Context: an optimization exercise on an open-source flow, tuned for small area, a short achievable clock period and few clock cycles. The choices shown serve that exercise and are no tape-out recipe. Where RTL was checked, it was by simulation tests only, not by an equivalence proof against the original. Only the layout flow was run in run 1; the RTL was not checked for function there.

## flow/run.sh

```bash
#!/bin/bash
# Standard ORFS layout (the standard.sh, standard synthesis), with the
# resizer's setup repair asked for extra slack so that it works on the paths
# that set the achieved period, and plain buffers on the ports.  The SDC
# (clock period, I/O delays) is unchanged.  Each tool's output goes to a log
# file in this folder.
set -euo pipefail
MARGIN=$(cat flow/margin.txt)
bash standard.sh SETUP_SLACK_MARGIN=$MARGIN TNS_END_PERCENT=100 MATCH_CELL_FOOTPRINT=0 \
  "BUFFER_PORTS_ARGS=-buffer_cell sky130_fd_sc_hd__buf_2" finish > flow_make.log 2>&1
```

## flow/margin.txt

```
34
```

## standard.sh

```bash
#!/bin/bash
# synth_recipe.tcl (not shown) runs the flow's synth.tcl, then flattens the netlist and writes it again
# the make line also repeats each setting of config.mk as NAME=value (left out here)
make -C /OpenROAD-flow-scripts/flow DESIGN_CONFIG=/design/flow/config.mk WORK_HOME=/design/flow/orfs CLKGATE_MAP_FILE= SYNTH_SCRIPT=/design/flow/synth_recipe.tcl "${@:-finish}"
```

## config.mk

```make
export PLATFORM = sky130hd
export DESIGN_NAME = cvu
export DESIGN_NICKNAME = cvu
export VERILOG_FILES = /design/flow/design.v
export SDC_FILE = /design/flow/constraint.sdc
export NUM_CORES = 4
export LEC_CHECK = 0
export CAP_MARGIN = 20
export CORE_MARGIN = 2
export CORE_UTILIZATION = 40
export SLEW_MARGIN = 20
```

## constraint.sdc

```tcl
create_clock -name core_clock -period 44.0 [get_ports {clk}]
set_input_delay 8.8000 -clock core_clock [delete_from_list [all_inputs] [get_ports {clk}]]
set_output_delay 8.8000 -clock core_clock [all_outputs]
set_load 0.01 [all_outputs]
```

## design.v

```verilog
module cvu (
    input  wire        clk,
    input  wire        rst,             
    input  wire        ctrl_bind,
    input  wire        ctrl_release,
    input  wire        ctrl_snap,
    input  wire [1:0]  cfg_mode,
    input  wire [5:0]  cfg_width_m1,
    input  wire        cfg_refin,
    input  wire        cfg_refout,
    input  wire [63:0] cfg_poly,
    input  wire [63:0] cfg_init,
    input  wire [63:0] cfg_xorout,
    input  wire        clr_res_valid,
    input  wire        clr_res_ovr,
    input  wire        in_valid,
    output wire        in_ready,
    input  wire [63:0] in_data,
    input  wire [2:0]  in_nbytes_m1,    
    input  wire        in_end,          
    input  wire        in_close,        
    input  wire        in_abort,        
    output reg         bound,
    output reg         pending,
    output reg         res_valid,
    output reg         res_ovr,
    output reg         res_invalid,
    output reg  [1:0]  status,
    output reg  [63:0] result,
    output reg  [63:0] res_bytes,
    output reg  [31:0] res_units
);
    localparam [1:0] ST_OK        = 2'd0;
    localparam [1:0] ST_BUSY      = 2'd1;
    localparam [1:0] ST_BAD_PARAM = 2'd2;
    reg  [63:0] poly_q;
    reg  [63:0] init_q;
    reg  [63:0] xorout_q;
    reg  [63:0] ci_q;         
    reg  [5:0]  wm1_q;
    reg         refin_q;
    reg         refout_q;
    reg  [31:0] g_q;          
    reg  [63:0] crc;          
    reg  [63:0] bak;          
    reg  [63:0] cnt_bytes;    
    reg  [31:0] cnt_units;    
    reg         inv_q;        
    reg         snap_def;     
    reg         in_unit;      
    reg  [63:0] d_q;
    reg  [2:0]  nb_q;
    reg         end_q;
    reg         close_q;
    reg         cap;          
    reg         x_q;          
    reg         unb;          
    reg         npend;        
    wire        bnd  = ~unb;
    wire        pend = ~npend;
    reg         ir_unb, ir_pu, ir_cx;
    reg  [1:0]  ph;           
    reg         hi_pend;      
    reg         su_a;         
    reg         su_b;         
    reg  [4:0]  su_cnt;
    reg  [5:0]  b_wm1;
    reg  [63:0] b_poly, b_init, b_xorout;
    reg  [31:0] b_g;
    reg         b_refin, b_refout;
    always @(*) begin
        case (cfg_mode)
            2'd0: begin
                b_wm1 = 6'd31; b_poly = 64'h04C1_1DB7_0000_0000;
                b_init = 64'hFFFF_FFFF_0000_0000; b_xorout = 64'h0000_0000_FFFF_FFFF;
                b_refin = 1'b1; b_refout = 1'b1; b_g = 32'h826880EF;
            end
            2'd1: begin
                b_wm1 = 6'd31; b_poly = 64'h1EDC_6F41_0000_0000;
                b_init = 64'hFFFF_FFFF_0000_0000; b_xorout = 64'h0000_0000_FFFF_FFFF;
                b_refin = 1'b1; b_refout = 1'b1; b_g = 32'h8FC8E57B;
            end
            2'd2: begin
                b_wm1 = 6'd63; b_poly = 64'h42F0_E1EB_A9EA_3693;
                b_init = 64'h0; b_xorout = 64'h0;
                b_refin = 1'b0; b_refout = 1'b0; b_g = 32'hABC694E8;
            end
            default: begin
                b_wm1 = cfg_width_m1; b_poly = cfg_poly;
                b_init = cfg_init; b_xorout = cfg_xorout;
                b_refin = cfg_refin; b_refout = cfg_refout; b_g = 32'd0;
            end
        endcase
    end
    reg  [63:0] above_w;
    integer     ai;
    always @(*) begin
        for (ai = 0; ai < 64; ai = ai + 1) above_w[ai] = (cfg_width_m1 < ai);
    end
    wire        hi_bits    = |((cfg_poly | cfg_init | cfg_xorout) & above_w);
    wire        bad_param  = (cfg_mode == 2'd3) && ((cfg_width_m1 < 6'd7) || hi_bits);
    function [31:0] rev32(input [31:0] x);
        integer k;
        begin
            for (k = 0; k < 32; k = k + 1) rev32[k] = x[31 - k];
        end
    endfunction
    function [63:0] rev64(input [63:0] x);
        integer k;
        begin
            for (k = 0; k < 64; k = k + 1) rev64[k] = x[63 - k];
        end
    endfunction
    wire [63:0] crc_r = crc >> (~wm1_q);
    wire [63:0] close_crc = ((refout_q ^ su_a) ? rev64(crc) : crc_r) ^ xorout_q;
    wire setup   = su_a | su_b;
    wire fed_st  = bnd & (~pend | ~in_unit);           
    wire rdy_fed = cap & x_q;
    assign in_ready = ir_unb | ir_pu | ir_cx;
    wire beat = in_valid & in_ready;
    wire feed = rdy_fed & fed_st;
    wire eng_run  = cap & fed_st & ~setup;
    wire proc_lo  = eng_run & (ph == 2'd0) & (end_q | x_q);    
    wire proc_hie = eng_run & end_q & (ph == 2'd1) & nb_q[2];
    wire proc     = proc_lo | proc_hie | hi_pend;
    wire [31:0] chunk = proc_lo ? d_q[31:0] : d_q[63:32];
    wire [1:0]  mm1   = (proc_lo & nb_q[2]) ? 2'd3 : nb_q[1:0];    
    wire [31:0] dsw   = refin_q ? rev32(chunk)
                                : {chunk[7:0], chunk[15:8], chunk[23:16], chunk[31:24]};
    wire [31:0] a0    = crc[63:32] ^ dsw;
    function [14:0] clm8(input [7:0] a, input [7:0] b);
        integer i;
        begin
            clm8 = 15'd0;
            for (i = 0; i < 8; i = i + 1)
                clm8 = clm8 ^ ({7'd0, a & {8{b[i]}}} << i);
        end
    endfunction
    function [30:0] clm16(input [15:0] a, input [15:0] b);
        reg [14:0] c0, c1, c2;
        begin
            c0 = clm8(a[7:0], b[7:0]);
            c2 = clm8(a[15:8], b[15:8]);
            c1 = clm8(a[7:0] ^ a[15:8], b[7:0] ^ b[15:8]) ^ c0 ^ c2;
            clm16 = {16'd0, c0} ^ ({16'd0, c1} << 8) ^ ({16'd0, c2} << 16);
        end
    endfunction
    function [62:0] clm32(input [31:0] a, input [31:0] b);
        reg [30:0] c0, c1, c2;
        begin
            c0 = clm16(a[15:0], b[15:0]);
            c2 = clm16(a[31:16], b[31:16]);
            c1 = clm16(a[15:0] ^ a[31:16], b[15:0] ^ b[31:16]) ^ c0 ^ c2;
            clm32 = {32'd0, c0} ^ ({32'd0, c1} << 16) ^ ({32'd0, c2} << 32);
        end
    endfunction
    function [7:0] sh8(input [7:0] a, input [7:0] b);
        integer i;
        begin
            sh8 = 8'd0;
            for (i = 0; i < 8; i = i + 1)
                sh8 = sh8 ^ ((a & {8{b[i]}}) << i);
        end
    endfunction
    function [15:0] sh16(input [15:0] a, input [15:0] b);
        begin
            sh16 = {1'b0, clm8(a[7:0], b[7:0])} ^
                   {sh8(a[7:0], b[15:8]) ^ sh8(a[15:8], b[7:0]), 8'd0};
        end
    endfunction
    function [31:0] sh32(input [31:0] a, input [31:0] b);
        begin
            sh32 = {1'b0, clm16(a[15:0], b[15:0])} ^
                   {sh16(a[15:0], b[31:16]) ^ sh16(a[31:16], b[15:0]), 16'd0};
        end
    endfunction
    reg  [31:0] av;       
    reg  [63:0] shv;      
    always @(*) begin
        case (mm1)
            2'd0: begin av = {24'd0, a0[31:24]}; shv = {crc[55:0], 8'd0};  end
            2'd1: begin av = {16'd0, a0[31:16]}; shv = {crc[47:0], 16'd0}; end
            2'd2: begin av = {8'd0,  a0[31:8]};  shv = {crc[39:0], 24'd0}; end
            default: begin av = a0;              shv = {crc[31:0], 32'd0}; end
        endcase
    end
    wire [31:0] tv  = rev32(sh32(rev32(av), rev32(g_q)));
    wire [63:0] eng = shv ^ {1'b0, clm32(tv, poly_q[31:0])}
                          ^ {sh32(tv, poly_q[63:32]), 32'd0};
    reg         g_new;
    integer     gi;
    always @(*) begin
        g_new = (su_cnt == 5'd0);
        for (gi = 1; gi < 32; gi = gi + 1)
            g_new = g_new ^ (poly_q[64 - gi] & g_q[gi - 1]);
    end
    reg  [63:0] s1_bytes;
    reg  [31:0] s1_units;
    reg         s1_pending, s1_in_unit, s1_snap_def, s1_inv;
    reg         close_now, close_init, aborted;
    reg  [63:0] close_bytes;
    reg  [31:0] close_units;
    reg         close_inv;
    always @(*) begin
        s1_bytes    = cnt_bytes;
        s1_units    = cnt_units;
        s1_pending  = pend;
        s1_snap_def = snap_def;
        s1_inv      = inv_q;
        s1_in_unit  = beat ? ~in_end : in_unit;
        close_now   = 1'b0;
        close_init  = 1'b0;
        aborted     = 1'b0;
        close_bytes = cnt_bytes;
        close_units = cnt_units;
        close_inv   = inv_q;
        if (feed) begin
            s1_pending = 1'b0;
            s1_bytes   = cnt_bytes + {61'd0, nb_q} + 64'd1;
            if (end_q) begin
                s1_units = cnt_units + 32'd1;
                if (close_q || snap_def) close_now = 1'b1;
            end
        end
        if (close_now) begin
            close_bytes = s1_bytes;
            close_units = s1_units;
            close_inv   = s1_inv;
            s1_bytes    = 64'd0;
            s1_units    = 32'd0;
            s1_inv      = 1'b0;
            s1_snap_def = 1'b0;
        end
        if (in_abort) begin
            s1_in_unit = 1'b0;
            if (bnd) begin
                aborted = 1'b1;
                s1_inv  = 1'b1;
                if (s1_snap_def) begin
                    close_now   = 1'b1;
                    close_init  = 1'b1;
                    close_bytes = s1_bytes;
                    close_units = s1_units;
                    close_inv   = s1_inv;
                    s1_bytes    = 64'd0;
                    s1_units    = 32'd0;
                    s1_inv      = 1'b0;
                    s1_snap_def = 1'b0;
                end
            end
        end
        if (ctrl_snap && bnd && !close_now) begin
            if (!s1_pending && s1_in_unit) begin
                s1_snap_def = 1'b1;
            end else begin
                close_now   = 1'b1;
                close_init  = aborted;
                close_bytes = s1_bytes;
                close_units = s1_units;
                close_inv   = s1_inv;
                s1_bytes    = 64'd0;
                s1_units    = 32'd0;
                s1_inv      = 1'b0;
            end
        end
    end
    wire        sel_ci   = (close_init & ~su_a) | su_b;
    wire        sel_bak  = (ph != 2'd0) & ~rdy_fed;
    wire [63:0] close_val = sel_ci ? ci_q : (sel_bak ? bak : close_crc);
    wire        restart  = close_now | aborted | (ctrl_release & bnd);
    wire        bind_ok  = ctrl_bind & unb & ~bad_param;
    reg         bound_n, pending_n;
    reg  [1:0]  status_n;
    always @(*) begin
        bound_n   = bnd;
        pending_n = s1_pending;
        status_n  = status;
        if (ctrl_bind) begin
            if (bnd)            status_n = ST_BUSY;
            else if (bad_param) status_n = ST_BAD_PARAM;
            else begin
                status_n  = ST_OK;
                bound_n   = 1'b1;
                pending_n = 1'b1;
            end
        end else if (ctrl_release) begin
            if (bnd) begin
                status_n  = ST_OK;
                bound_n   = 1'b0;
                pending_n = 1'b0;
            end else begin
                status_n  = ST_BAD_PARAM;
            end
        end
    end
    wire        setup_nc = (ctrl_bind & unb) | su_a | (su_b & (su_cnt != 5'd31));
    wire [1:0]  ph_nx    = ph + {1'b0, proc & end_q};
    wire        ph_ok    = nb_q[2] ? (ph_nx == 2'd2) : (ph_nx == 2'd1);
    wire        x_n      = ~setup_nc & ~(in_abort | ctrl_snap | ctrl_release) &
                           (cap ? (~end_q | ph_ok) : ~in_end);
    wire        cap_n    = in_valid & ~in_ready;
    always @(posedge clk) begin
        d_q     <= in_data;
        nb_q    <= in_nbytes_m1;
        end_q   <= in_end;
        close_q <= in_close;
        if (rst) begin
            bound       <= 1'b0;
            pending     <= 1'b0;
            unb         <= 1'b1;
            npend       <= 1'b1;
            ir_unb      <= 1'b1;
            ir_pu       <= 1'b0;
            ir_cx       <= 1'b0;
            res_valid   <= 1'b0;
            res_ovr     <= 1'b0;
            res_invalid <= 1'b0;
            status      <= ST_OK;
            result      <= 64'd0;
            res_bytes   <= 64'd0;
            res_units   <= 32'd0;
            inv_q       <= 1'b0;
            snap_def    <= 1'b0;
            in_unit     <= 1'b0;
            cap         <= 1'b0;
            x_q         <= 1'b0;
            ph          <= 2'd0;
            hi_pend     <= 1'b0;
            su_a        <= 1'b0;
            su_b        <= 1'b0;
        end else begin
            bound     <= bound_n;
            unb       <= ~bound_n;
            pending   <= pending_n;
            npend     <= ~pending_n;
            status    <= status_n;
            ir_unb    <= ~bound_n;
            ir_pu     <= pending_n & s1_in_unit;
            ir_cx     <= cap_n & x_n;
            cnt_bytes <= s1_bytes;
            cnt_units <= s1_units;
            snap_def  <= s1_snap_def;
            inv_q     <= s1_inv;
            in_unit   <= s1_in_unit;
            cap     <= cap_n;
            x_q     <= x_n;
            hi_pend <= feed & ~end_q & nb_q[2] & ~aborted & ~ctrl_release;
            if (beat | restart | ~cap)
                ph <= 2'd0;
            else if (proc & end_q)
                ph <= ph + 2'd1;
            if (ph == 2'd0) bak <= close_crc;
            if (su_a)
                crc <= rev64(poly_q);
            else if (su_b) begin
                if (su_cnt == 5'd0) crc <= init_q;
            end else if (close_now | aborted)
                crc <= init_q;
            else if (proc)
                crc <= eng;
            if (bind_ok) begin
                su_a   <= (cfg_mode == 2'd3);
                su_b   <= 1'b0;
            end else if (ctrl_release) begin
                su_a   <= 1'b0;
                su_b   <= 1'b0;
            end else if (su_a) begin
                su_a   <= 1'b0;
                su_b   <= 1'b1;
            end else if (su_b) begin
                if (su_cnt == 5'd31) su_b <= 1'b0;
            end
            if (su_a) begin
                ci_q   <= close_crc;
                init_q <= rev64(crc_r);
                su_cnt <= 5'd0;
            end else if (su_b) begin
                if (su_cnt == 5'd0) poly_q <= rev64(crc_r);
                g_q    <= {g_q[30:0], g_new};
                su_cnt <= su_cnt + 5'd1;
            end
            if (ctrl_release & bnd) begin
                snap_def <= 1'b0;
                inv_q    <= 1'b0;
            end
            if (unb) begin
                wm1_q     <= b_wm1;
                refin_q   <= b_refin;
                refout_q  <= b_refout;
                xorout_q  <= b_xorout;
                poly_q    <= b_poly;
                init_q    <= b_init;
                g_q       <= b_g;
                ci_q      <= 64'd0;
                crc       <= (cfg_mode == 2'd3) ? rev64(cfg_init) : b_init;
                cnt_bytes <= 64'd0;
                cnt_units <= 32'd0;
            end
            if (clr_res_valid) res_valid <= 1'b0;
            if (clr_res_ovr)   res_ovr   <= 1'b0;
            if (close_now) begin
                result      <= close_val;
                res_bytes   <= close_bytes;
                res_units   <= close_units;
                res_invalid <= close_inv;
                res_valid   <= 1'b1;
                if (res_valid && !clr_res_valid) res_ovr <= 1'b1;
            end
        end
    end
endmodule
```

==> results.sh, run 1 <==
export IMPL_status="complete, no violations"
export IMPL_num_rows=148
export IMPL_dp_cells=9960
export IMPL_start_util=0.403
export IMPL_track_usage=0.381
export IMPL_drive_above_1_share=0.222
export IMPL_drc=0
export IMPL_max_cap_violations=0
export IMPL_r2r_start="ph[0]$_SDFFE_PP0P_"
export IMPL_vias=65100
export IMPL_rsz0062_at_grt="true"
export IMPL_ctsHoldBuffers=0
export IMPL_arrival_ns=11.45
export IMPL_grt_max_degree=87
export IMPL_ant_nets=0
export IMPL_finalSetupViolations=0
export IMPL_path_class="in -> reg"
export IMPL_whs_path_depth=2
export IMPL_final_setup_tns_ns=0
export IMPL_worstMarginPinSlew_ns=1.43
export IMPL_ff2ff_setup_slack_ns=34.16
export IMPL_finalWorstPathRequiredPeriod_ns=10.85
export IMPL_final_util=0.489
export IMPL_dr_pass1_iters=10
export IMPL_end_kind="register"
export IMPL_seq_area_frac_synth=0.316
export IMPL_clk_path_buf_depth=3
export IMPL_reg2reg_depth=22
export IMPL_drv_slew=0
export IMPL_cts_inserted_buffers=83
export IMPL_wirelength_um=344000
export IMPL_finalHoldViolCount=0
export IMPL_viasPerCell=6.29
export IMPL_h_tree_depth=3
export IMPL_synth_nets=7972
export IMPL_yosysWarnings=1
export IMPL_core_area_um2=163000
export IMPL_ys_ff_latch=775
export IMPL_root_buffer="clkbuf_16"
export IMPL_synth_distinct_cells=94
export IMPL_slew_headroom=0.0454
export IMPL_die_h_um=409
export IMPL_synthCells=7677
export IMPL_area_delta_synth_final_pct=21.3
export IMPL_ios=448
export IMPL_fillers=15202
export IMPL_fin_crit_sh=0.246
export IMPL_cts_sinks=775
export IMPL_fmax_ghz=0.0922
export IMPL_place_congestion=1.06
export IMPL_hp_start="result[42]$_SDFFE_PP0N_"
export IMPL_worst_setup_path_start_kind="input port"
export IMPL_ys_flop_type="edfxtp_1"
export IMPL_worstSkewPairLatency_ns=0.76
export IMPL_place_area_um2=71000
export IMPL_fin_cells=10343
export IMPL_cts_tree="yes"
export IMPL_syn_area_um2=65700
export IMPL_startpoint="cfg_xorout[63]"
export IMPL_nets=8371
export IMPL_grt_pass1_vias=58681
export IMPL_die_x_um=409
export IMPL_worst_clock_skew_ns=0.0763
export IMPL_port_buffer_count=447
export IMPL_async_flop_share=0
export IMPL_drt_initial_drc_count=11086
export IMPL_path_max_fanout=3
export IMPL_grt_overflow=0
export IMPL_antenna_found_initial=28
export IMPL_final_area_um2=79600
export IMPL_min_path_type="reg -> reg"
export IMPL_grt_pass1_wl_um=457000
export IMPL_cp_required_ns=44.61
export IMPL_die_area_um2=167000
export IMPL_clk_pin_slew_worst_paths_ns=0.06
export IMPL_synth_edf_count=525
export IMPL_wire_per_inst_um=33.2
export IMPL_syn_avg_cell_area_um2=8.56
export IMPL_dp_hpwl_um=234000
synthesized netlist by cell type (34+ instances only):
library cell | n | area, µm²
inv_1 | 95 | 357
nand3_1 | 94 | 470
xnor3_1 | 165 | 3720
nor2_1 | 824 | 3090
nor3_1 | 75 | 375
and2_1 | 104 | 651
dfxtp_1 | 250 | 5000
o21ai_0 | 354 | 1770
mux2i_1 | 136 | 1360
a211oi_1 | 154 | 1160
nor2b_1 | 48 | 300
edfxtp_1 | 525 | 15800
o21ai_1 | 56 | 280
xor2_1 | 420 | 3680
mux2_2 | 84 | 946
mux4_2 | 37 | 833
a21oi_1 | 350 | 1750
buf_2 | 82 | 410
buf_1 | 84 | 315
nand2_1 | 1516 | 5690
clkbuf_1 | 379 | 1420
xnor2_1 | 1120 | 9810
nand2b_1 | 34 | 213
o211ai_1 | 66 | 495
kinds of logic (layout without fill, tap and decap cells):
kind of cell	Yosys count	after routing	synth area share
simple gates	2844	2865	0.183
xor+xnor	1756	1756	0.278
compound gates	1347	1349	0.130
flops	775	775	0.316
buf+inv	683	1128	0.0431
mux	257	257	0.0478
fa+ha+maj	15	15	0.00297
other cells	0	23	0
metrics by stage:
step	setup WS (ns)	hold WS [ns]
3_3_place_gp	31.47	0.444
4_1_cts	33.27	0.460
5_1_grt	33.14	0.485
2_1_floorplan	32.53	0.459
3_5_place_dp	31.56	0.447
6_report	33.15	0.459
registers in the layout (all words and copies together) (netlist names), 6 cells and up:
name,count
bak,64
d_q,64
init_q,64
ci_q,64
cnt_bytes,64
wm1_q,6
cnt_units,32
res_units,32
result,64
g_q,32
crc,64
xorout_q,64
poly_q,64
res_bytes,64
path summary, 6_finish.rpt:
kind | endpoint
worst max-delay path | unb$_SDFF_PP1_
worst min-delay path | result[42]$_SDFFE_PP0N_
worst max register to register | crc[29]$_DFFE_PP_
worst min register to register | result[42]$_SDFFE_PP0N_
placed cells by master, fill, tap and decap left out, drive strengths merged, types with 158 or more instances in the layout:
master,netlist,routed
xnor3,177,177
clkbuf,382,158
xor2,423,423
buf,200,837
edfxtp,525,525
nor2,826,831
a21oi,356,356
nand2,1516,1531
xnor2,1146,1146
o21ai,411,411
dfxtp,250,250
routing by layer:
layer / part of all wire / track usage / wire (µm) / vias to the layer above
met3: 0.14 / 0.146 / 48100 / 1278
li1: - / - / - / 26955
met5: 0.0018 / 0.0101 / 605 / -
met4: 0.080 / 0.237 / 27500 / 42
met2: 0.41 / 0.546 / 142000 / 5278
met1: 0.36 / 0.479 / 125000 / 31547
critical path: stages:
cell and delay [ns]:
buf_2 0.19, or3_4 0.44, nor4_4 0.16, and3_1 0.20
nand4_1 0.08, o21ai_0 0.12, o221ai_1 0.21, a211oi_1 0.23
o21ai_1 0.14, a21oi_4 0.28, o21ai_4 0.15, inv_2 0.12
nor2_4 0.04, nor3_4 0.22, inv_1 0.06
repair_timing:
action	CTS	global route
setup endpoints to repair	929	621
endpoints found under the hold margin	0	0
buffers inserted	63	69
pin swaps	39	70
resized for setup	510	424
gates cloned	26	46
cell type report:
class                   instances  area, µm²  area share
multi-input cells            6242      45000       0.565
flip-flops and latches        775      21000       0.264
repair buffers                872       7750      0.0973
well taps                    2175       2720      0.0342
clock buffers                 123       2340      0.0294
inverters                     101        395     0.00496
clock inverters                31        325     0.00408
diodes                         23       57.6    0.000723
repair inverters                1       7.51   0.0000943
==> inputs of run 2 (changes only) <==
--- a/design.v
+++ b/design.v
@@ -35,7 +35,6 @@
     localparam [1:0] ST_BAD_PARAM = 2'd2;
     reg  [63:0] poly_q;
     reg  [63:0] init_q;
-    reg  [63:0] xorout_q;
     reg  [63:0] ci_q;         
     reg  [5:0]  wm1_q;
     reg         refin_q;
@@ -65,40 +64,33 @@
     reg         su_b;         
     reg  [4:0]  su_cnt;
     reg  [5:0]  b_wm1;
-    reg  [63:0] b_poly, b_init, b_xorout;
+    reg  [63:0] b_poly, b_init;
     reg  [31:0] b_g;
     reg         b_refin, b_refout;
     always @(*) begin
         case (cfg_mode)
             2'd0: begin
                 b_wm1 = 6'd31; b_poly = 64'h04C1_1DB7_0000_0000;
-                b_init = 64'hFFFF_FFFF_0000_0000; b_xorout = 64'h0000_0000_FFFF_FFFF;
+                b_init = 64'hFFFF_FFFF_0000_0000;
                 b_refin = 1'b1; b_refout = 1'b1; b_g = 32'h826880EF;
             end
             2'd1: begin
                 b_wm1 = 6'd31; b_poly = 64'h1EDC_6F41_0000_0000;
-                b_init = 64'hFFFF_FFFF_0000_0000; b_xorout = 64'h0000_0000_FFFF_FFFF;
+                b_init = 64'hFFFF_FFFF_0000_0000;
                 b_refin = 1'b1; b_refout = 1'b1; b_g = 32'h8FC8E57B;
             end
             2'd2: begin
                 b_wm1 = 6'd63; b_poly = 64'h42F0_E1EB_A9EA_3693;
-                b_init = 64'h0; b_xorout = 64'h0;
+                b_init = 64'h0;
                 b_refin = 1'b0; b_refout = 1'b0; b_g = 32'hABC694E8;
             end
             default: begin
                 b_wm1 = cfg_width_m1; b_poly = cfg_poly;
-                b_init = cfg_init; b_xorout = cfg_xorout;
+                b_init = 64'h0;     
                 b_refin = cfg_refin; b_refout = cfg_refout; b_g = 32'd0;
             end
         endcase
     end
-    reg  [63:0] above_w;
-    integer     ai;
-    always @(*) begin
-        for (ai = 0; ai < 64; ai = ai + 1) above_w[ai] = (cfg_width_m1 < ai);
-    end
-    wire        hi_bits    = |((cfg_poly | cfg_init | cfg_xorout) & above_w);
-    wire        bad_param  = (cfg_mode == 2'd3) && ((cfg_width_m1 < 6'd7) || hi_bits);
     function [31:0] rev32(input [31:0] x);
         integer k;
         begin
@@ -111,8 +103,9 @@
             for (k = 0; k < 64; k = k + 1) rev64[k] = x[63 - k];
         end
     endfunction
-    wire [63:0] crc_r = crc >> (~wm1_q);
-    wire [63:0] close_crc = ((refout_q ^ su_a) ? rev64(crc) : crc_r) ^ xorout_q;
+    wire [63:0] crc_x = crc ^ init_q;
+    wire [63:0] crc_r = crc_x >> (~wm1_q);
+    wire [63:0] close_crc = ((refout_q ^ su_a) ? rev64(crc_x) : crc_r) ^ ci_q;
     wire setup   = su_a | su_b;
     wire fed_st  = bnd & (~pend | ~in_unit);           
     wire rdy_fed = cap & x_q;
@@ -268,31 +261,17 @@
     wire        sel_bak  = (ph != 2'd0) & ~rdy_fed;
     wire [63:0] close_val = sel_ci ? ci_q : (sel_bak ? bak : close_crc);
     wire        restart  = close_now | aborted | (ctrl_release & bnd);
-    wire        bind_ok  = ctrl_bind & unb & ~bad_param;
-    reg         bound_n, pending_n;
-    reg  [1:0]  status_n;
-    always @(*) begin
-        bound_n   = bnd;
-        pending_n = s1_pending;
-        status_n  = status;
-        if (ctrl_bind) begin
-            if (bnd)            status_n = ST_BUSY;
-            else if (bad_param) status_n = ST_BAD_PARAM;
-            else begin
-                status_n  = ST_OK;
-                bound_n   = 1'b1;
-                pending_n = 1'b1;
-            end
-        end else if (ctrl_release) begin
-            if (bnd) begin
-                status_n  = ST_OK;
-                bound_n   = 1'b0;
-                pending_n = 1'b0;
-            end else begin
-                status_n  = ST_BAD_PARAM;
-            end
-        end
-    end
+    wire        bound_n, pending_n, pu_n, su_a_n;
+    wire [1:0]  status_n;
+    cvu_cmd u_cmd (
+        .ctrl_bind(ctrl_bind), .ctrl_release(ctrl_release),
+        .cfg_mode(cfg_mode), .cfg_width_m1(cfg_width_m1),
+        .cfg_poly(cfg_poly), .cfg_init(cfg_init), .cfg_xorout(cfg_xorout),
+        .bnd(bnd), .s1_pending(s1_pending), .s1_in_unit(s1_in_unit),
+        .status(status),
+        .bound_n(bound_n), .pending_n(pending_n), .status_n(status_n),
+        .pu_n(pu_n), .su_a_n(su_a_n)
+    );
     wire        setup_nc = (ctrl_bind & unb) | su_a | (su_b & (su_cnt != 5'd31));
     wire [1:0]  ph_nx    = ph + {1'b0, proc & end_q};
     wire        ph_ok    = nb_q[2] ? (ph_nx == 2'd2) : (ph_nx == 2'd1);
@@ -335,7 +314,7 @@
             npend     <= ~pending_n;
             status    <= status_n;
             ir_unb    <= ~bound_n;
-            ir_pu     <= pending_n & s1_in_unit;
+            ir_pu     <= pu_n;
             ir_cx     <= cap_n & x_n;
             cnt_bytes <= s1_bytes;
             cnt_units <= s1_units;
@@ -353,29 +332,27 @@
             if (su_a)
                 crc <= rev64(poly_q);
             else if (su_b) begin
-                if (su_cnt == 5'd0) crc <= init_q;
+                if (su_cnt == 5'd1) crc <= init_q;
             end else if (close_now | aborted)
                 crc <= init_q;
             else if (proc)
                 crc <= eng;
-            if (bind_ok) begin
-                su_a   <= (cfg_mode == 2'd3);
-                su_b   <= 1'b0;
-            end else if (ctrl_release) begin
-                su_a   <= 1'b0;
-                su_b   <= 1'b0;
-            end else if (su_a) begin
-                su_a   <= 1'b0;
-                su_b   <= 1'b1;
-            end else if (su_b) begin
-                if (su_cnt == 5'd31) su_b <= 1'b0;
-            end
+            su_a <= su_a_n;
+            if (ctrl_release)
+                su_b <= 1'b0;
+            else if (su_a)
+                su_b <= 1'b1;
+            else if (su_b && su_cnt == 5'd31)
+                su_b <= 1'b0;
             if (su_a) begin
                 ci_q   <= close_crc;
-                init_q <= rev64(crc_r);
+                poly_q <= rev64(crc_r);
                 su_cnt <= 5'd0;
             end else if (su_b) begin
-                if (su_cnt == 5'd0) poly_q <= rev64(crc_r);
+                if (su_cnt == 5'd0) begin
+                    poly_q <= rev64(crc_r);
+                    init_q <= poly_q;
+                end
                 g_q    <= {g_q[30:0], g_new};
                 su_cnt <= su_cnt + 5'd1;
             end
@@ -387,11 +364,10 @@
                 wm1_q     <= b_wm1;
                 refin_q   <= b_refin;
                 refout_q  <= b_refout;
-                xorout_q  <= b_xorout;
                 poly_q    <= b_poly;
                 init_q    <= b_init;
                 g_q       <= b_g;
-                ci_q      <= 64'd0;
+                ci_q      <= (cfg_mode == 2'd3) ? cfg_xorout : 64'd0;
                 crc       <= (cfg_mode == 2'd3) ? rev64(cfg_init) : b_init;
                 cnt_bytes <= 64'd0;
                 cnt_units <= 32'd0;
@@ -409,3 +385,56 @@
         end
     end
 endmodule
+module cvu_cmd (
+    input  wire        ctrl_bind,
+    input  wire        ctrl_release,
+    input  wire [1:0]  cfg_mode,
+    input  wire [5:0]  cfg_width_m1,
+    input  wire [63:0] cfg_poly,
+    input  wire [63:0] cfg_init,
+    input  wire [63:0] cfg_xorout,
+    input  wire        bnd,           
+    input  wire        s1_pending,    
+    input  wire        s1_in_unit,    
+    input  wire [1:0]  status,
+    output reg         bound_n,
+    output reg         pending_n,
+    output reg  [1:0]  status_n,
+    output wire        pu_n,          
+    output wire        su_a_n         
+);
+    localparam [1:0] ST_OK        = 2'd0;
+    localparam [1:0] ST_BUSY      = 2'd1;
+    localparam [1:0] ST_BAD_PARAM = 2'd2;
+    reg  [63:0] above_w;
+    integer     ai;
+    always @(*) begin
+        for (ai = 0; ai < 64; ai = ai + 1) above_w[ai] = (cfg_width_m1 < ai);
+    end
+    wire hi_bits = |((cfg_poly | cfg_init | cfg_xorout) & above_w);
+    wire bad     = (cfg_mode == 2'd3) && ((cfg_width_m1 < 6'd7) || hi_bits);
+    always @(*) begin
+        bound_n   = bnd;
+        pending_n = s1_pending;
+        status_n  = status;
+        if (ctrl_bind) begin
+            if (bnd)      status_n = ST_BUSY;
+            else if (bad) status_n = ST_BAD_PARAM;
+            else begin
+                status_n  = ST_OK;
+                bound_n   = 1'b1;
+                pending_n = 1'b1;
+            end
+        end else if (ctrl_release) begin
+            if (bnd) begin
+                status_n  = ST_OK;
+                bound_n   = 1'b0;
+                pending_n = 1'b0;
+            end else begin
+                status_n  = ST_BAD_PARAM;
+            end
+        end
+    end
+    assign pu_n   = pending_n & s1_in_unit;
+    assign su_a_n = ctrl_bind & ~bnd & ~bad & (cfg_mode == 2'd3);
+endmodule
==> flow/run.sh (replaced) <==
#!/bin/bash
# Standard ORFS layout (the standard.sh, standard synthesis), with the
# resizer's setup repair asked for extra slack (SETUP_SLACK_MARGIN) so that
# it works on the paths that set the achieved period, and plain buffers on
# the ports.  flow/knobs.txt holds these make variables, one per line.  The
# SDC (clock period, I/O delays) is unchanged.  Each tool's output goes to a
# log file in this folder (make's to flow_make.log, ORFS's own logs under
# orfs/logs).
set -euo pipefail
mapfile -t KNOBS < <(grep -v '^#' flow/knobs.txt | grep -v '^$')
bash standard.sh "${KNOBS[@]}" finish > flow_make.log 2>&1
==> flow/knobs.txt (new file) <==
SETUP_SLACK_MARGIN=33.3
TNS_END_PERCENT=100
MATCH_CELL_FOOTPRINT=0
BUFFER_PORTS_ARGS=-buffer_cell sky130_fd_sc_hd__buf_2
--- a/config.mk
+++ b/config.mk
@@ -9,3 +9,4 @@
 export CORE_MARGIN = 2
 export CORE_UTILIZATION = 40
 export SLEW_MARGIN = 20
+export SYNTH_HIERARCHICAL = 1
removed: flow/margin.txt
==> run 2 against run 1 <==
Effect of this change:
- synthesized area decreased by 1.9%
- clock-buffer cell count fell by 5
- wire length rose by 7.0%
- worst setup slack gained 0.12 ns
- non-clock buffer count fell by 148
- highest routed layer unchanged
- worst hold slack worse by 0.0096 ns
- via count shrank 2.4%
- first-iteration DRC count down 8.1%
- utilization is 3.3 points lower
==> results.sh, run 2 <==
export IMPL_ctsHoldBuffers=0
export IMPL_synth_top_area_frac=0.215
export IMPL_status="complete, no violations"
export IMPL_hp_start="result[12]$_SDFFE_PP0N_"
export IMPL_cts_sinks=711
export IMPL_wirelength_um=368000
export IMPL_cp_required_ns=44.39
export IMPL_synth_xor_area_frac=0.297
export IMPL_critPathMaxStageDelay_ns=0.52
export IMPL_track_usage=0.432
export IMPL_finalSetupViolations=0
export IMPL_worstSkewPairLatency_ns=0.75
export IMPL_core_area_um2=160000
export IMPL_num_rows=147
export IMPL_ios=448
export IMPL_r2r_end="crc[17]$_DFFE_PP_"
export IMPL_die_h_um=405
export IMPL_h_tree_depth=3
export IMPL_cts_tree="yes"
export IMPL_dp_cells=9992
export IMPL_fin_cells=10182
export IMPL_antenna_found_initial=39
export IMPL_ys_flop_type="edfxtp_1"
export IMPL_drt_initial_drc_count=10187
export IMPL_synth_most_common_cell="nand2_1"
export IMPL_whs_path_depth=2
export IMPL_synth_nets=7971
export IMPL_path_cells="buf_2 -> ha_4 -> buf_6 -> nor2b_2 -> buf_4 -> a21oi_1 -> a21oi_1"
export IMPL_synth_distinct_cells=112
export IMPL_drive_above_1_share=0.144
export IMPL_hold_end="result[12]$_SDFFE_PP0N_"
export IMPL_multi_input_area_um2=43300
export IMPL_max_cap_violations=0
export IMPL_ant_nets=0
export IMPL_register_area_um2=18900
export IMPL_r2r_start="refin_q$_DFFE_PP_"
export IMPL_crit_slowest_cell="a21oi_1"
export IMPL_worst_setup_path_start_kind="input port"
export IMPL_grt_pass1_wl_um=492000
export IMPL_nets=8232
export IMPL_port_buffer_count=447
export IMPL_path_class="in -> reg"
export IMPL_grt_max_degree=97
export IMPL_wire_per_inst_um=36.1
export IMPL_synth_edf_count=461
export IMPL_die_area_um2=164000
export IMPL_grt_pass1_vias=58317
export IMPL_reg2reg_depth=20
export IMPL_cp_top_family="compound AO/OA/AOI/OAI gates"
export IMPL_dp_hpwl_um=276000
export IMPL_syn_avg_cell_area_um2=8.39
export IMPL_synthTopCellsByArea="edfxtp_1, xnor2_1, nand2_1, dfxtp_1, xnor3_1"
export IMPL_root_buffer="clkbuf_16"
export IMPL_seq_area_frac_synth=0.293
export IMPL_fin_crit_sh=0.244
export IMPL_async_flop_share=0
export IMPL_syn_area_um2=64400
export IMPL_die_x_um=405
export IMPL_drc=0
export IMPL_place_congestion=1.05
export IMPL_clk_pin_slew_worst_paths_ns=0.06
export IMPL_drv_slew=0
export IMPL_min_path_type="reg -> reg"
export IMPL_arrival_ns=11.11
export IMPL_vias=63506
export IMPL_synth_simple_gate_area_frac=0.173
export IMPL_slew_headroom=0.117
export IMPL_final_setup_tns_ns=0
export IMPL_clk_path_buf_depth=3
export IMPL_crit_top_cell="a21oi_1"
export IMPL_worstMarginPinSlew_ns=1.32
export IMPL_ff2ff_setup_slack_ns=33.86
export IMPL_viasPerCell=6.24
export IMPL_grt_overflow=0
export IMPL_finalHoldViolCount=0
export IMPL_synth_adder_area_share=0.00357
export IMPL_cts_inserted_buffers=85
export IMPL_end_kind="register"
export IMPL_rsz0062_at_grt="true"
export IMPL_fillers=15749
export IMPL_dr_pass1_iters=10
export IMPL_ys_ff_latch=711
export IMPL_synthMuxAreaShare=0.0427
export IMPL_synth_top_family_by_area="XOR/XNOR gates"
export IMPL_start_util=0.402
export IMPL_area_delta_synth_final_pct=13.3
export IMPL_path_buf_inv=3
export IMPL_worst_clock_skew_ns=0.0653
export IMPL_synth_common_cells="nand2_1, xnor2_1, nor2_1, edfxtp_1, a21oi_1"
export IMPL_yosysWarnings=8
export IMPL_mostFrequentLayoutCell="nand2_1"
export IMPL_synthCells=7674
export IMPL_synth_top_area_cell="edfxtp_1"
export IMPL_fmax_ghz=0.0933
export IMPL_path_max_fanout=29
export IMPL_synth_compound_area_frac=0.147
export IMPL_finalWorstPathRequiredPeriod_ns=10.72
export IMPL_final_cell_mix="nand2_1, xnor2_1, nor2_1"
run 2: cell types whose count changed after synthesis, moves of 34 or more:
cell,before,now
o22ai_1,31,72
nor3_1,75,110
edfxtp_1,525,461
nand2_1,1516,1391
o211ai_1,66,117
and2_1,104,23
mux2i_1,136,176
mux4_2,37,3
inv_1,95,160
a21oi_1,350,439
run 2: area by class of cell:
cell class | instances | share of cell area
multi-input cells | 6248 | 0.593
flip-flops and latches | 711 | 0.258
repair buffers | 724 | 0.0613
well taps | 2160 | 0.0370
clock buffers | 118 | 0.0340
inverters | 165 | 0.00854
clock inverters | 40 | 0.00689
diodes | 16 | 0.000549
run 2: timing repair:
action | in CTS | in global routing
endpoints found under the setup margin | 290 | 207
pin swaps | 10 | 5
gates cloned | 5 | 0
buffers inserted | 11 | 0
resized for setup | 44 | 27
run 2: routing by layer:
metal | wire length, µm | global-route usage | vias up
met5 | 132 | 0 | -
met4 | 26700 | 0.266 | 20
met3 | 48200 | 0.139 | 1000
met2 | 149000 | 0.607 | 4734
met1 | 144000 | 0.571 | 31116
li1 | - | - | 26636
run 2: how the worst max path moves through the flow:
stage / start / to / depth (start not counted)
2_1_floorplan: in_valid / crc[0]$_DFFE_PP_ / 10
3_3_place_gp: cfg_mode[0] / crc[52]$_DFFE_PP_ / 8
3_5_place_dp: cfg_mode[0] / crc[56]$_DFFE_PP_ / 8
4_1_cts: cfg_mode[0] / crc[52]$_DFFE_PP_ / 8
5_1_grt: in_abort / result[45]$_SDFFE_PP0N_ / 10
6_report: cfg_mode[0] / poly_q[17]$_DFFE_PP_ / 7
run 2: stage by stage:
stage	area [µm²]	setup slack, ns	util	hold WS [ns]
2_1_floorplan	64600	32.66	-	0.460
6_report	73000	33.28	0.456	0.449
3_5_place_dp	69500	31.94	0.434	0.442
4_1_cts	72800	33.29	0.454	0.449
3_3_place_gp	69400	31.64	0.433	0.439
5_1_grt	73000	33.29	0.455	0.475
run 2: cell families after synthesis:
family,Yosys count
xor+xnor,1813
mux,260
flops,711
buf+inv,719
fa+ha+maj,18
compound gates,1504
simple gates,2649
run 2: per-module statistics from Yosys (local to each module, per instance):
module | cells | flip-flops and latches
cvu | 7460 | 711
cvu_cmd | 214 | 0
run 2: tightest hold or removal path: cells and delay by family, from the launching register on:
family,cells,cell delay (ns)
DFF,1,0.30
and+or+nand+nor,1,0.05
AOI/OAI and AO/OA,1,0.05
Testbench counts of run 2, summed over its fixed seeds: cycles 141,870.
==> inputs of run 3 (changes only) <==
==> flow/knobs.txt (replaced) <==
SETUP_SLACK_MARGIN=33.3
TNS_END_PERCENT=100
MATCH_CELL_FOOTPRINT=0
BUFFER_PORTS_ARGS=-buffer_cell sky130_fd_sc_hd__buf_1
CTS_BUF_LIST=sky130_fd_sc_hd__clkbuf_8
==> run 3 against run 2 <==
Effect of this change:
- register-to-register slack improved by 0.50 ns
- final cell count increased by 0.70%
- worst setup slack got worse by 0.10 ns
- synthesized area unchanged
- synthesized cell count unchanged
- highest routed layer unchanged
- worst hold slack improved by 0.0039 ns
- flip-flop and latch count unchanged
- first-iteration DRC count increased by 3.7%
- critical path depth unchanged
- still clean
- via count increased by 0.41%
==> results.sh, run 3 <==
export IMPL_place_congestion=1.10
export IMPL_core_area_um2=160000
export IMPL_synth_compound_area_frac=0.147
export IMPL_startpoint="cfg_mode[1]"
export IMPL_async_flop_share=0
export IMPL_start_util=0.402
export IMPL_grt_max_degree=120
export IMPL_cts_inserted_buffers=131
export IMPL_fmax_ghz=0.0924
export IMPL_cts_sinks=711
export IMPL_end_kind="register"
export IMPL_synth_top_area_cell="edfxtp_1"
export IMPL_drive_above_1_share=0.0916
export IMPL_syn_avg_cell_area_um2=8.39
export IMPL_r2r_start="unb$_SDFF_PP1_"
export IMPL_synthTopCellsByArea="edfxtp_1, xnor2_1, nand2_1, dfxtp_1, xnor3_1"
export IMPL_pre_cts_ws_ns=31.07
export IMPL_root_buffer="clkbuf_8"
export IMPL_syn_area_um2=64400
export IMPL_synth_adder_area_share=0.00357
export IMPL_final_setup_tns_ns=0
export IMPL_fin_crit_sh=0.246
export IMPL_final_area_um2=72100
export IMPL_worst_setup_path_start_kind="input port"
export IMPL_fillers=15902
export IMPL_die_h_um=405
export IMPL_die_area_um2=164000
export IMPL_vias=63764
export IMPL_grt_overflow=0
export IMPL_final_util=0.450
export IMPL_arrival_ns=11.43
export IMPL_cp_required_ns=44.60
export IMPL_synth_top_area_frac=0.215
export IMPL_worstMarginPinSlew_ns=1.32
export IMPL_clk_pin_slew_worst_paths_ns=0.06
export IMPL_track_usage=0.418
export IMPL_ant_nets=0
export IMPL_grt_pass1_vias=58382
export IMPL_synth_common_cells="nand2_1, xnor2_1, nor2_1, edfxtp_1, a21oi_1"
export IMPL_drc=0
export IMPL_synth_distinct_cells=112
export IMPL_port_buffer_count=447
export IMPL_h_tree_depth=4
export IMPL_synth_nets=7971
export IMPL_finalSetupViolations=0
export IMPL_worstSkewPairLatency_ns=0.97
export IMPL_ys_ff_latch=711
export IMPL_wl_met2_um=142000
export IMPL_hp_start="result[3]$_SDFFE_PP0N_"
export IMPL_nets=8261
export IMPL_synth_most_common_cell="nand2_1"
export IMPL_met3_length_um=47100
export IMPL_finalWorstPathRequiredPeriod_ns=10.82
export IMPL_viasPerCell=6.22
export IMPL_drt_met1_wl_um=138000
export IMPL_synthMuxAreaShare=0.0427
export IMPL_area_delta_synth_final_pct=11.9
export IMPL_antenna_found_initial=36
export IMPL_drt_initial_drc_count=10561
export IMPL_slew_headroom=0.110
export IMPL_wirelength_um=354000
export IMPL_ios=448
export IMPL_final_cell_mix="nand2_1, xnor2_1, nor2_1"
export IMPL_synthCells=7674
export IMPL_dp_hpwl_um=266000
export IMPL_yosysWarnings=8
export IMPL_path_class="in -> reg"
export IMPL_ctsHoldBuffers=0
export IMPL_top_layer_used="met5"
export IMPL_mostFrequentLayoutCell="nand2_1"
export IMPL_rsz0062_at_grt="true"
export IMPL_die_x_um=405
export IMPL_wire_per_inst_um=34.6
export IMPL_grt_pass1_wl_um=479000
export IMPL_place_area_um2=68800
export IMPL_ys_flop_type="edfxtp_1"
export IMPL_clk_path_buf_depth=3
export IMPL_path_max_fanout=41
export IMPL_seq_area_frac_synth=0.293
export IMPL_synth_xor_area_frac=0.297
export IMPL_dr_pass1_iters=10
export IMPL_synth_simple_gate_area_frac=0.173
export IMPL_worst_clock_skew_ns=0.0888
export IMPL_num_rows=147
export IMPL_drv_slew=0
export IMPL_cts_tree="yes"
export IMPL_finalHoldViolCount=0
export IMPL_status="complete, no violations"
export IMPL_synth_edf_count=461
export IMPL_fin_ws_ns=33.18
export IMPL_max_cap_violations=0
export IMPL_synth_top_family_by_area="XOR/XNOR gates"
export IMPL_min_path_type="reg -> reg"
-- run 3: changes by cell type in the layout (fill, tap and decap cells not counted), sizes merged --
cell | previous run | this run
and2 | 26 | 25
inv | 169 | 206
buf | 713 | 699
nor2 | 798 | 797
diode | 16 | 21
bufinv | 5 | 8
clkinvlp | 2 | 4
clkbuf | 129 | 164
clkinv | 29 | 34
-- run 3: critical path: stages --
cell and delay, ns:
buf_1 0.29, ha_2 0.38, buf_4 0.59, nor2b_2 0.08, buf_4 0.24, a21oi_1 0.80
a21oi_1 0.21
-- run 3: routing by layer --
layer / GRT usage / vias to the layer above
met5: 0 / -
met4: 0.258 / 20
met3: 0.135 / 1061
met2: 0.583 / 4854
met1: 0.556 / 31115
li1: - / 26714
-- run 3: worst paths after layout --
kind	cells past startpoint	slack [ns]	endpoint
min	2	0.45	result[3]$_SDFFE_PP0N_
max reg2reg	22	34.36	crc[31]$_DFFE_PP_
max	7	33.18	poly_q[62]$_DFFE_PP_
min reg2reg	2	0.45	result[3]$_SDFFE_PP0N_
-- run 3: final cells by class --
| type | count | area, µm² | share of cell area |
|---|---|---|---|
| well taps | 2160 | 2700 | 0.0375 |
| diodes | 21 | 52.6 | 0.000729 |
| inverters | 165 | 623 | 0.00864 |
| repair buffers | 709 | 3820 | 0.0530 |
| clock inverters | 87 | 733 | 0.0102 |
| flip-flops and latches | 711 | 18900 | 0.261 |
| multi-input cells | 6246 | 43200 | 0.599 |
| clock buffers | 154 | 2120 | 0.0294 |
-- run 3: cells by family after synthesis --
logic type / after synthesis
AND/OR/NAND/NOR: 2649
XOR/XNOR: 1813
AO/OA/AOI/OAI: 1504
buffers and inverters: 719
flip-flops: 711
multiplexers: 260
adder cells (fa/ha/maj): 18
-- run 3: metrics by stage --
stage	std cells	hold slack (ns)
CTS	10220	0.453
floorplan	7674	0.460
global placement	9970	0.440
global route	10235	0.469
finish	10253	0.453
detailed placement	9975	0.444
-- run 3: repair_timing --
| item | CTS | global route |
|---|---|---|
| resized for setup | 42 | 19 |
| buffers inserted | 2 | 9 |
| endpoints found under the hold margin | 0 | 0 |
| cloned | 2 | 2 |
| endpoints found under the setup margin | 233 | 131 |
| pin swaps | 2 | 4 |
-- run 3: Yosys stat by module (local to each module, per instance) --
module	flops+latches	cells	copies in the design
cvu	711	7460	1
cvu_cmd	0	214	1
==> inputs of run 4 (changes only) <==
--- a/design.v
+++ b/design.v
@@ -20,12 +20,12 @@
     input  wire        in_end,          
     input  wire        in_close,        
     input  wire        in_abort,        
-    output reg         bound,
-    output reg         pending,
+    output wire        bound,
+    output wire        pending,
     output reg         res_valid,
     output reg         res_ovr,
     output reg         res_invalid,
-    output reg  [1:0]  status,
+    output wire [1:0]  status,
     output reg  [63:0] result,
     output reg  [63:0] res_bytes,
     output reg  [31:0] res_units
@@ -53,14 +53,21 @@
     reg         close_q;
     reg         cap;          
     reg         x_q;          
+    reg         bf;
+    reg         bound_q, pending_q, su_aq;
+    reg  [1:0]  status_q;
+    assign bound   = bound_q & ~bf;
+    assign pending = pending_q & ~bf;
+    assign status  = bf ? ST_BAD_PARAM : status_q;
     reg         unb;          
     reg         npend;        
-    wire        bnd  = ~unb;
-    wire        pend = ~npend;
-    reg         ir_unb, ir_pu, ir_cx;
+    wire        ub   = unb | bf;               
+    wire        bnd  = ~ub;
+    wire        pend = ~npend & ~bf;
+    reg         ir_pu, ir_cx;
     reg  [1:0]  ph;           
     reg         hi_pend;      
-    reg         su_a;         
+    wire        su_a = su_aq & ~bf;    
     reg         su_b;         
     reg  [4:0]  su_cnt;
     reg  [5:0]  b_wm1;
@@ -109,7 +116,7 @@
     wire setup   = su_a | su_b;
     wire fed_st  = bnd & (~pend | ~in_unit);           
     wire rdy_fed = cap & x_q;
-    assign in_ready = ir_unb | ir_pu | ir_cx;
+    assign in_ready = ~bound_q | bf | ir_pu | ir_cx;
     wire beat = in_valid & in_ready;
     wire feed = rdy_fed & fed_st;
     wire eng_run  = cap & fed_st & ~setup;
@@ -261,18 +268,23 @@
     wire        sel_bak  = (ph != 2'd0) & ~rdy_fed;
     wire [63:0] close_val = sel_ci ? ci_q : (sel_bak ? bak : close_crc);
     wire        restart  = close_now | aborted | (ctrl_release & bnd);
-    wire        bound_n, pending_n, pu_n, su_a_n;
+    wire        bound_n, pending_n, pu_n, su_a_n, bf_n;
     wire [1:0]  status_n;
     cvu_cmd u_cmd (
         .ctrl_bind(ctrl_bind), .ctrl_release(ctrl_release),
-        .cfg_mode(cfg_mode), .cfg_width_m1(cfg_width_m1),
-        .cfg_poly(cfg_poly), .cfg_init(cfg_init), .cfg_xorout(cfg_xorout),
+        .cfg_mode(cfg_mode),
         .bnd(bnd), .s1_pending(s1_pending), .s1_in_unit(s1_in_unit),
         .status(status),
         .bound_n(bound_n), .pending_n(pending_n), .status_n(status_n),
         .pu_n(pu_n), .su_a_n(su_a_n)
     );
-    wire        setup_nc = (ctrl_bind & unb) | su_a | (su_b & (su_cnt != 5'd31));
+    cvu_chk u_chk (
+        .ctrl_bind(ctrl_bind), .ub(ub),
+        .cfg_mode(cfg_mode), .cfg_width_m1(cfg_width_m1),
+        .cfg_poly(cfg_poly), .cfg_init(cfg_init), .cfg_xorout(cfg_xorout),
+        .bf_n(bf_n)
+    );
+    wire        setup_nc = (ctrl_bind & ub) | su_a | (su_b & (su_cnt != 5'd31));
     wire [1:0]  ph_nx    = ph + {1'b0, proc & end_q};
     wire        ph_ok    = nb_q[2] ? (ph_nx == 2'd2) : (ph_nx == 2'd1);
     wire        x_n      = ~setup_nc & ~(in_abort | ctrl_snap | ctrl_release) &
@@ -284,17 +296,17 @@
         end_q   <= in_end;
         close_q <= in_close;
         if (rst) begin
-            bound       <= 1'b0;
-            pending     <= 1'b0;
+            bound_q     <= 1'b0;
+            pending_q   <= 1'b0;
+            bf          <= 1'b0;
             unb         <= 1'b1;
             npend       <= 1'b1;
-            ir_unb      <= 1'b1;
             ir_pu       <= 1'b0;
             ir_cx       <= 1'b0;
             res_valid   <= 1'b0;
             res_ovr     <= 1'b0;
             res_invalid <= 1'b0;
-            status      <= ST_OK;
+            status_q    <= ST_OK;
             result      <= 64'd0;
             res_bytes   <= 64'd0;
             res_units   <= 32'd0;
@@ -305,15 +317,15 @@
             x_q         <= 1'b0;
             ph          <= 2'd0;
             hi_pend     <= 1'b0;
-            su_a        <= 1'b0;
+            su_aq       <= 1'b0;
             su_b        <= 1'b0;
         end else begin
-            bound     <= bound_n;
+            bound_q   <= bound_n;
             unb       <= ~bound_n;
-            pending   <= pending_n;
+            pending_q <= pending_n;
             npend     <= ~pending_n;
-            status    <= status_n;
-            ir_unb    <= ~bound_n;
+            status_q  <= status_n;
+            bf        <= bf_n;
             ir_pu     <= pu_n;
             ir_cx     <= cap_n & x_n;
             cnt_bytes <= s1_bytes;
@@ -337,7 +349,7 @@
                 crc <= init_q;
             else if (proc)
                 crc <= eng;
-            su_a <= su_a_n;
+            su_aq <= su_a_n;
             if (ctrl_release)
                 su_b <= 1'b0;
             else if (su_a)
@@ -360,7 +372,7 @@
                 snap_def <= 1'b0;
                 inv_q    <= 1'b0;
             end
-            if (unb) begin
+            if (ub) begin
                 wm1_q     <= b_wm1;
                 refin_q   <= b_refin;
                 refout_q  <= b_refout;
@@ -389,10 +401,6 @@
     input  wire        ctrl_bind,
     input  wire        ctrl_release,
     input  wire [1:0]  cfg_mode,
-    input  wire [5:0]  cfg_width_m1,
-    input  wire [63:0] cfg_poly,
-    input  wire [63:0] cfg_init,
-    input  wire [63:0] cfg_xorout,
     input  wire        bnd,           
     input  wire        s1_pending,    
     input  wire        s1_in_unit,    
@@ -406,20 +414,12 @@
     localparam [1:0] ST_OK        = 2'd0;
     localparam [1:0] ST_BUSY      = 2'd1;
     localparam [1:0] ST_BAD_PARAM = 2'd2;
-    reg  [63:0] above_w;
-    integer     ai;
-    always @(*) begin
-        for (ai = 0; ai < 64; ai = ai + 1) above_w[ai] = (cfg_width_m1 < ai);
-    end
-    wire hi_bits = |((cfg_poly | cfg_init | cfg_xorout) & above_w);
-    wire bad     = (cfg_mode == 2'd3) && ((cfg_width_m1 < 6'd7) || hi_bits);
     always @(*) begin
         bound_n   = bnd;
         pending_n = s1_pending;
         status_n  = status;
         if (ctrl_bind) begin
-            if (bnd)      status_n = ST_BUSY;
-            else if (bad) status_n = ST_BAD_PARAM;
+            if (bnd) status_n = ST_BUSY;
             else begin
                 status_n  = ST_OK;
                 bound_n   = 1'b1;
@@ -436,5 +436,24 @@
         end
     end
     assign pu_n   = pending_n & s1_in_unit;
-    assign su_a_n = ctrl_bind & ~bnd & ~bad & (cfg_mode == 2'd3);
+    assign su_a_n = ctrl_bind & ~bnd & (cfg_mode == 2'd3);
+endmodule
+module cvu_chk (
+    input  wire        ctrl_bind,
+    input  wire        ub,            
+    input  wire [1:0]  cfg_mode,
+    input  wire [5:0]  cfg_width_m1,
+    input  wire [63:0] cfg_poly,
+    input  wire [63:0] cfg_init,
+    input  wire [63:0] cfg_xorout,
+    output wire        bf_n
+);
+    reg  [63:0] above_w;
+    integer     ai;
+    always @(*) begin
+        for (ai = 0; ai < 64; ai = ai + 1) above_w[ai] = (cfg_width_m1 < ai);
+    end
+    wire hi_bits = |((cfg_poly | cfg_init | cfg_xorout) & above_w);
+    wire bad     = (cfg_mode == 2'd3) && ((cfg_width_m1 < 6'd7) || hi_bits);
+    assign bf_n  = ctrl_bind & ub & bad;
 endmodule
==> flow/knobs.txt (replaced) <==
SETUP_SLACK_MARGIN=33.6
TNS_END_PERCENT=100
MATCH_CELL_FOOTPRINT=0
BUFFER_PORTS_ARGS=-buffer_cell sky130_fd_sc_hd__buf_2
==> run 4 against run 3 <==
Effect of this change:
- clock skew fell by 0.024 ns
- highest routed layer unchanged
- utilization rose by 0.21 points
- critical path depth fell by 3
- first-iteration DRC count fell by 12%
- still clean on timing, DRC and antenna
- cell area rose by 0.93%
==> results.sh, run 4 <==
export IMPL_status="complete, no violations"
export IMPL_yosysWarnings=9
export IMPL_viasPerCell=6.14
export IMPL_dr_pass1_iters=7
export IMPL_start_util=0.403
export IMPL_cp_required_ns=35.20
export IMPL_port_buffer_count=447
export IMPL_finalHoldViolCount=0
export IMPL_met3_length_um=40800
export IMPL_synth_nets=8074
export IMPL_path_class="reg -> out"
export IMPL_fin_ws_ns=33.53
export IMPL_drt_initial_drc_count=9345
export IMPL_final_cell_mix="nand2_1, xnor2_1, nor2_1"
export IMPL_track_usage=0.389
export IMPL_finalWorstPathRequiredPeriod_ns=10.47
export IMPL_syn_area_um2=64900
export IMPL_top_layer_used="met5"
export IMPL_worstMarginPinSlew_ns=1.36
export IMPL_antenna_found_initial=49
export IMPL_vias=62689
export IMPL_syn_avg_cell_area_um2=8.35
export IMPL_cts_inserted_buffers=84
export IMPL_arrival_ns=1.67
export IMPL_fin_crit_sh=0.238
export IMPL_ctsHoldBuffers=0
export IMPL_grt_pass1_wl_um=454000
export IMPL_synth_adder_area_share=0.00339
export IMPL_drv_slew=0
export IMPL_ios=448
export IMPL_fmax_ghz=0.0955
export IMPL_die_h_um=407
export IMPL_area_delta_synth_final_pct=12.1
export IMPL_synth_compound_area_frac=0.145
export IMPL_synth_top_area_frac=0.213
export IMPL_synthTopCellsByArea="edfxtp_1, xnor2_1, nand2_1, xnor3_1, dfxtp_1"
export IMPL_grt_overflow=0
export IMPL_multi_input_area_um2=43700
export IMPL_slew_headroom=0.0924
export IMPL_place_congestion=1.04
export IMPL_pre_cts_ws_ns=31.84
export IMPL_synthCells=7777
export IMPL_wire_per_inst_um=32.4
export IMPL_place_area_um2=69300
export IMPL_seq_area_frac_synth=0.291
export IMPL_synth_simple_gate_area_frac=0.179
export IMPL_cts_tree="yes"
export IMPL_whs_ns=0.454
export IMPL_worst_clock_skew_ns=0.0647
export IMPL_worstSkewPairLatency_ns=0.74
export IMPL_worst_setup_path_start_kind="register"
export IMPL_synth_top_area_cell="edfxtp_1"
export IMPL_clk_path_buf_depth=3
export IMPL_rsz0062_at_grt="true"
export IMPL_max_cap_violations=0
export IMPL_synth_most_common_cell="nand2_1"
export IMPL_synth_edf_count=461
export IMPL_drt_met1_wl_um=122000
export IMPL_fillers=15930
export IMPL_wirelength_um=331000
export IMPL_finalSetupViolations=0
export IMPL_final_setup_tns_ns=0
export IMPL_ys_ff_latch=712
export IMPL_num_rows=147
export IMPL_ys_flop_type="edfxtp_1"
export IMPL_synthMuxAreaShare=0.0376
export IMPL_die_area_um2=166000
export IMPL_drive_above_1_share=0.129
export IMPL_min_path_type="reg -> reg"
export IMPL_core_area_um2=161000
export IMPL_grt_max_degree=103
export IMPL_synth_common_cells="nand2_1, xnor2_1, nor2_1, o21ai_0, edfxtp_1"
export IMPL_mostFrequentLayoutCell="nand2_1"
export IMPL_path_max_fanout=6
export IMPL_dp_hpwl_um=244000
export IMPL_cts_sinks=712
export IMPL_synth_distinct_cells=108
export IMPL_end_kind="primary output"
export IMPL_wl_met2_um=138000
export IMPL_final_util=0.452
export IMPL_h_tree_depth=3
export IMPL_dp_cells=9999
export IMPL_root_buffer="clkbuf_16"
export IMPL_drc=0
export IMPL_async_flop_share=0
export IMPL_synth_xor_area_frac=0.299
export IMPL_ant_nets=0
export IMPL_synth_top_family_by_area="XOR/XNOR gates"
export IMPL_clk_pin_slew_worst_paths_ns=0.06
export IMPL_grt_pass1_vias=58129
export IMPL_fin_cells=10216
export IMPL_nets=8251
export IMPL_die_x_um=407
export IMPL_register_area_um2=18900
export IMPL_final_area_um2=72800
-- run 4: cell types whose count changed after synthesis, moves of 20 or more --
cell,change
o21ai_0,+161
clkbuf_1,+55
nor3_1,-24
mux2_2,-23
and3_1,+22
a21oi_1,-135
xnor3_1,+51
xnor2_1,-79
buf_2,-20
and2_1,+36
nand3_1,+48
o21a_1,+38
nor2_1,+79
inv_1,-49
-- run 4: kinds of logic (layout without fill, tap and decap cells) --
logic type	after synthesis	count (layout)
flip-flops	712	712
buffers and inverters	714	958
multiplexers	228	228
AO/OA/AOI/OAI	1527	1527
XOR/XNOR	1788	1788
adder cells (fa/ha/maj)	17	17
other	0	30
AND/OR/NAND/NOR	2791	2796
-- run 4: final timing paths --
| kind | depth (start not counted) | from | end | slack, ns |
|---|---|---|---|---|
| hold reg to reg | 2 | result[61]$_SDFFE_PP0N_ | result[61]$_SDFFE_PP0N_ | 0.45 |
| hold / removal | 2 | result[61]$_SDFFE_PP0N_ | result[61]$_SDFFE_PP0N_ | 0.45 |
| setup / recovery | 4 | bf$_SDFF_PP0_ | in_ready | 33.53 |
| setup reg to reg | 22 | bf$_SDFF_PP0_ | crc[35]$_DFFE_PP_ | 34.01 |
-- run 4: worst max-delay path: stages (launching register included) --
cell     delay, ns
dfxtp_4       0.40
nor2b_4       0.13
nor3b_4       0.21
inv_2         0.07
buf_6         0.12
-- run 4: repair_timing --
action	in CTS	in global routing
pin swaps	3	3
endpoints found under the hold margin	0	0
setup buffers	8	10
setup endpoints to repair	478	312
resized for setup	44	26
cloned	8	3
-- run 4: area by class of cell --
class,instances,area share
clock inverter,35,0.00500
timing repair inverter,1,0.0000688
inverter,116,0.00610
tap,2160,0.0371
timing repair buffer,683,0.0576
clock buffer,123,0.0337
sequential,712,0.259
multi-input combinational,6356,0.600
antenna,30,0.00103
-- run 4: per-layer routing --
metal,up-vias,global-route usage
li1,26768,-
met1,30262,0.488
met2,4606,0.566
met3,1021,0.111
met4,32,0.289
met5,-,0
-- run 4: per-module statistics from Yosys, one instance, submodules excluded --
module   times used  cells  flip-flops and latches  cell area (µm²)
cvu               1   7573                     712            63700
cvu_chk           1    192                       0             1180
cvu_cmd           1     12                       0             88.8
Testbench counts of run 4, summed over its fixed seeds: cycles 141,870.

==> what the ideal ports hide <==
Ports are ideal in the flow. The routed layouts listed here were re-timed in OpenROAD. Step 1: set_driving_cell puts a clkbuf_16 on clk and a buf_2 on each other input, an assumption about the parent block. Step 2 also shifts input and output timing later by t, the mid clock arrival at the registers, as if the neighbouring blocks saw the same clock. Three values: no drivers, after step 1, after step 2; two values: the first two.
run	shift t [ns]	setup WS [ns]	worst setup path at the end	slew at the worst register clock pin (ns)	cell pins on the clock port's net
run 1	0.800	33.155 / 33.170 / 32.370	input to register	0.08 / 0.08	1
run 2	0.818	33.277 / 33.271 / 32.530	input to register	0.07 / 0.07	1
run 3	1.026	33.175 / 33.213 / 32.187	input to register	0.08 / 0.08	1
run 4	0.804	33.531 / 33.434 / 32.848	input to register	0.09 / 0.09	1
After both steps every run listed still meets setup and hold. For run 3, which loses most, drivers alone change the setup slack by +0.038 ns; drivers and shift together by -0.988 ns.
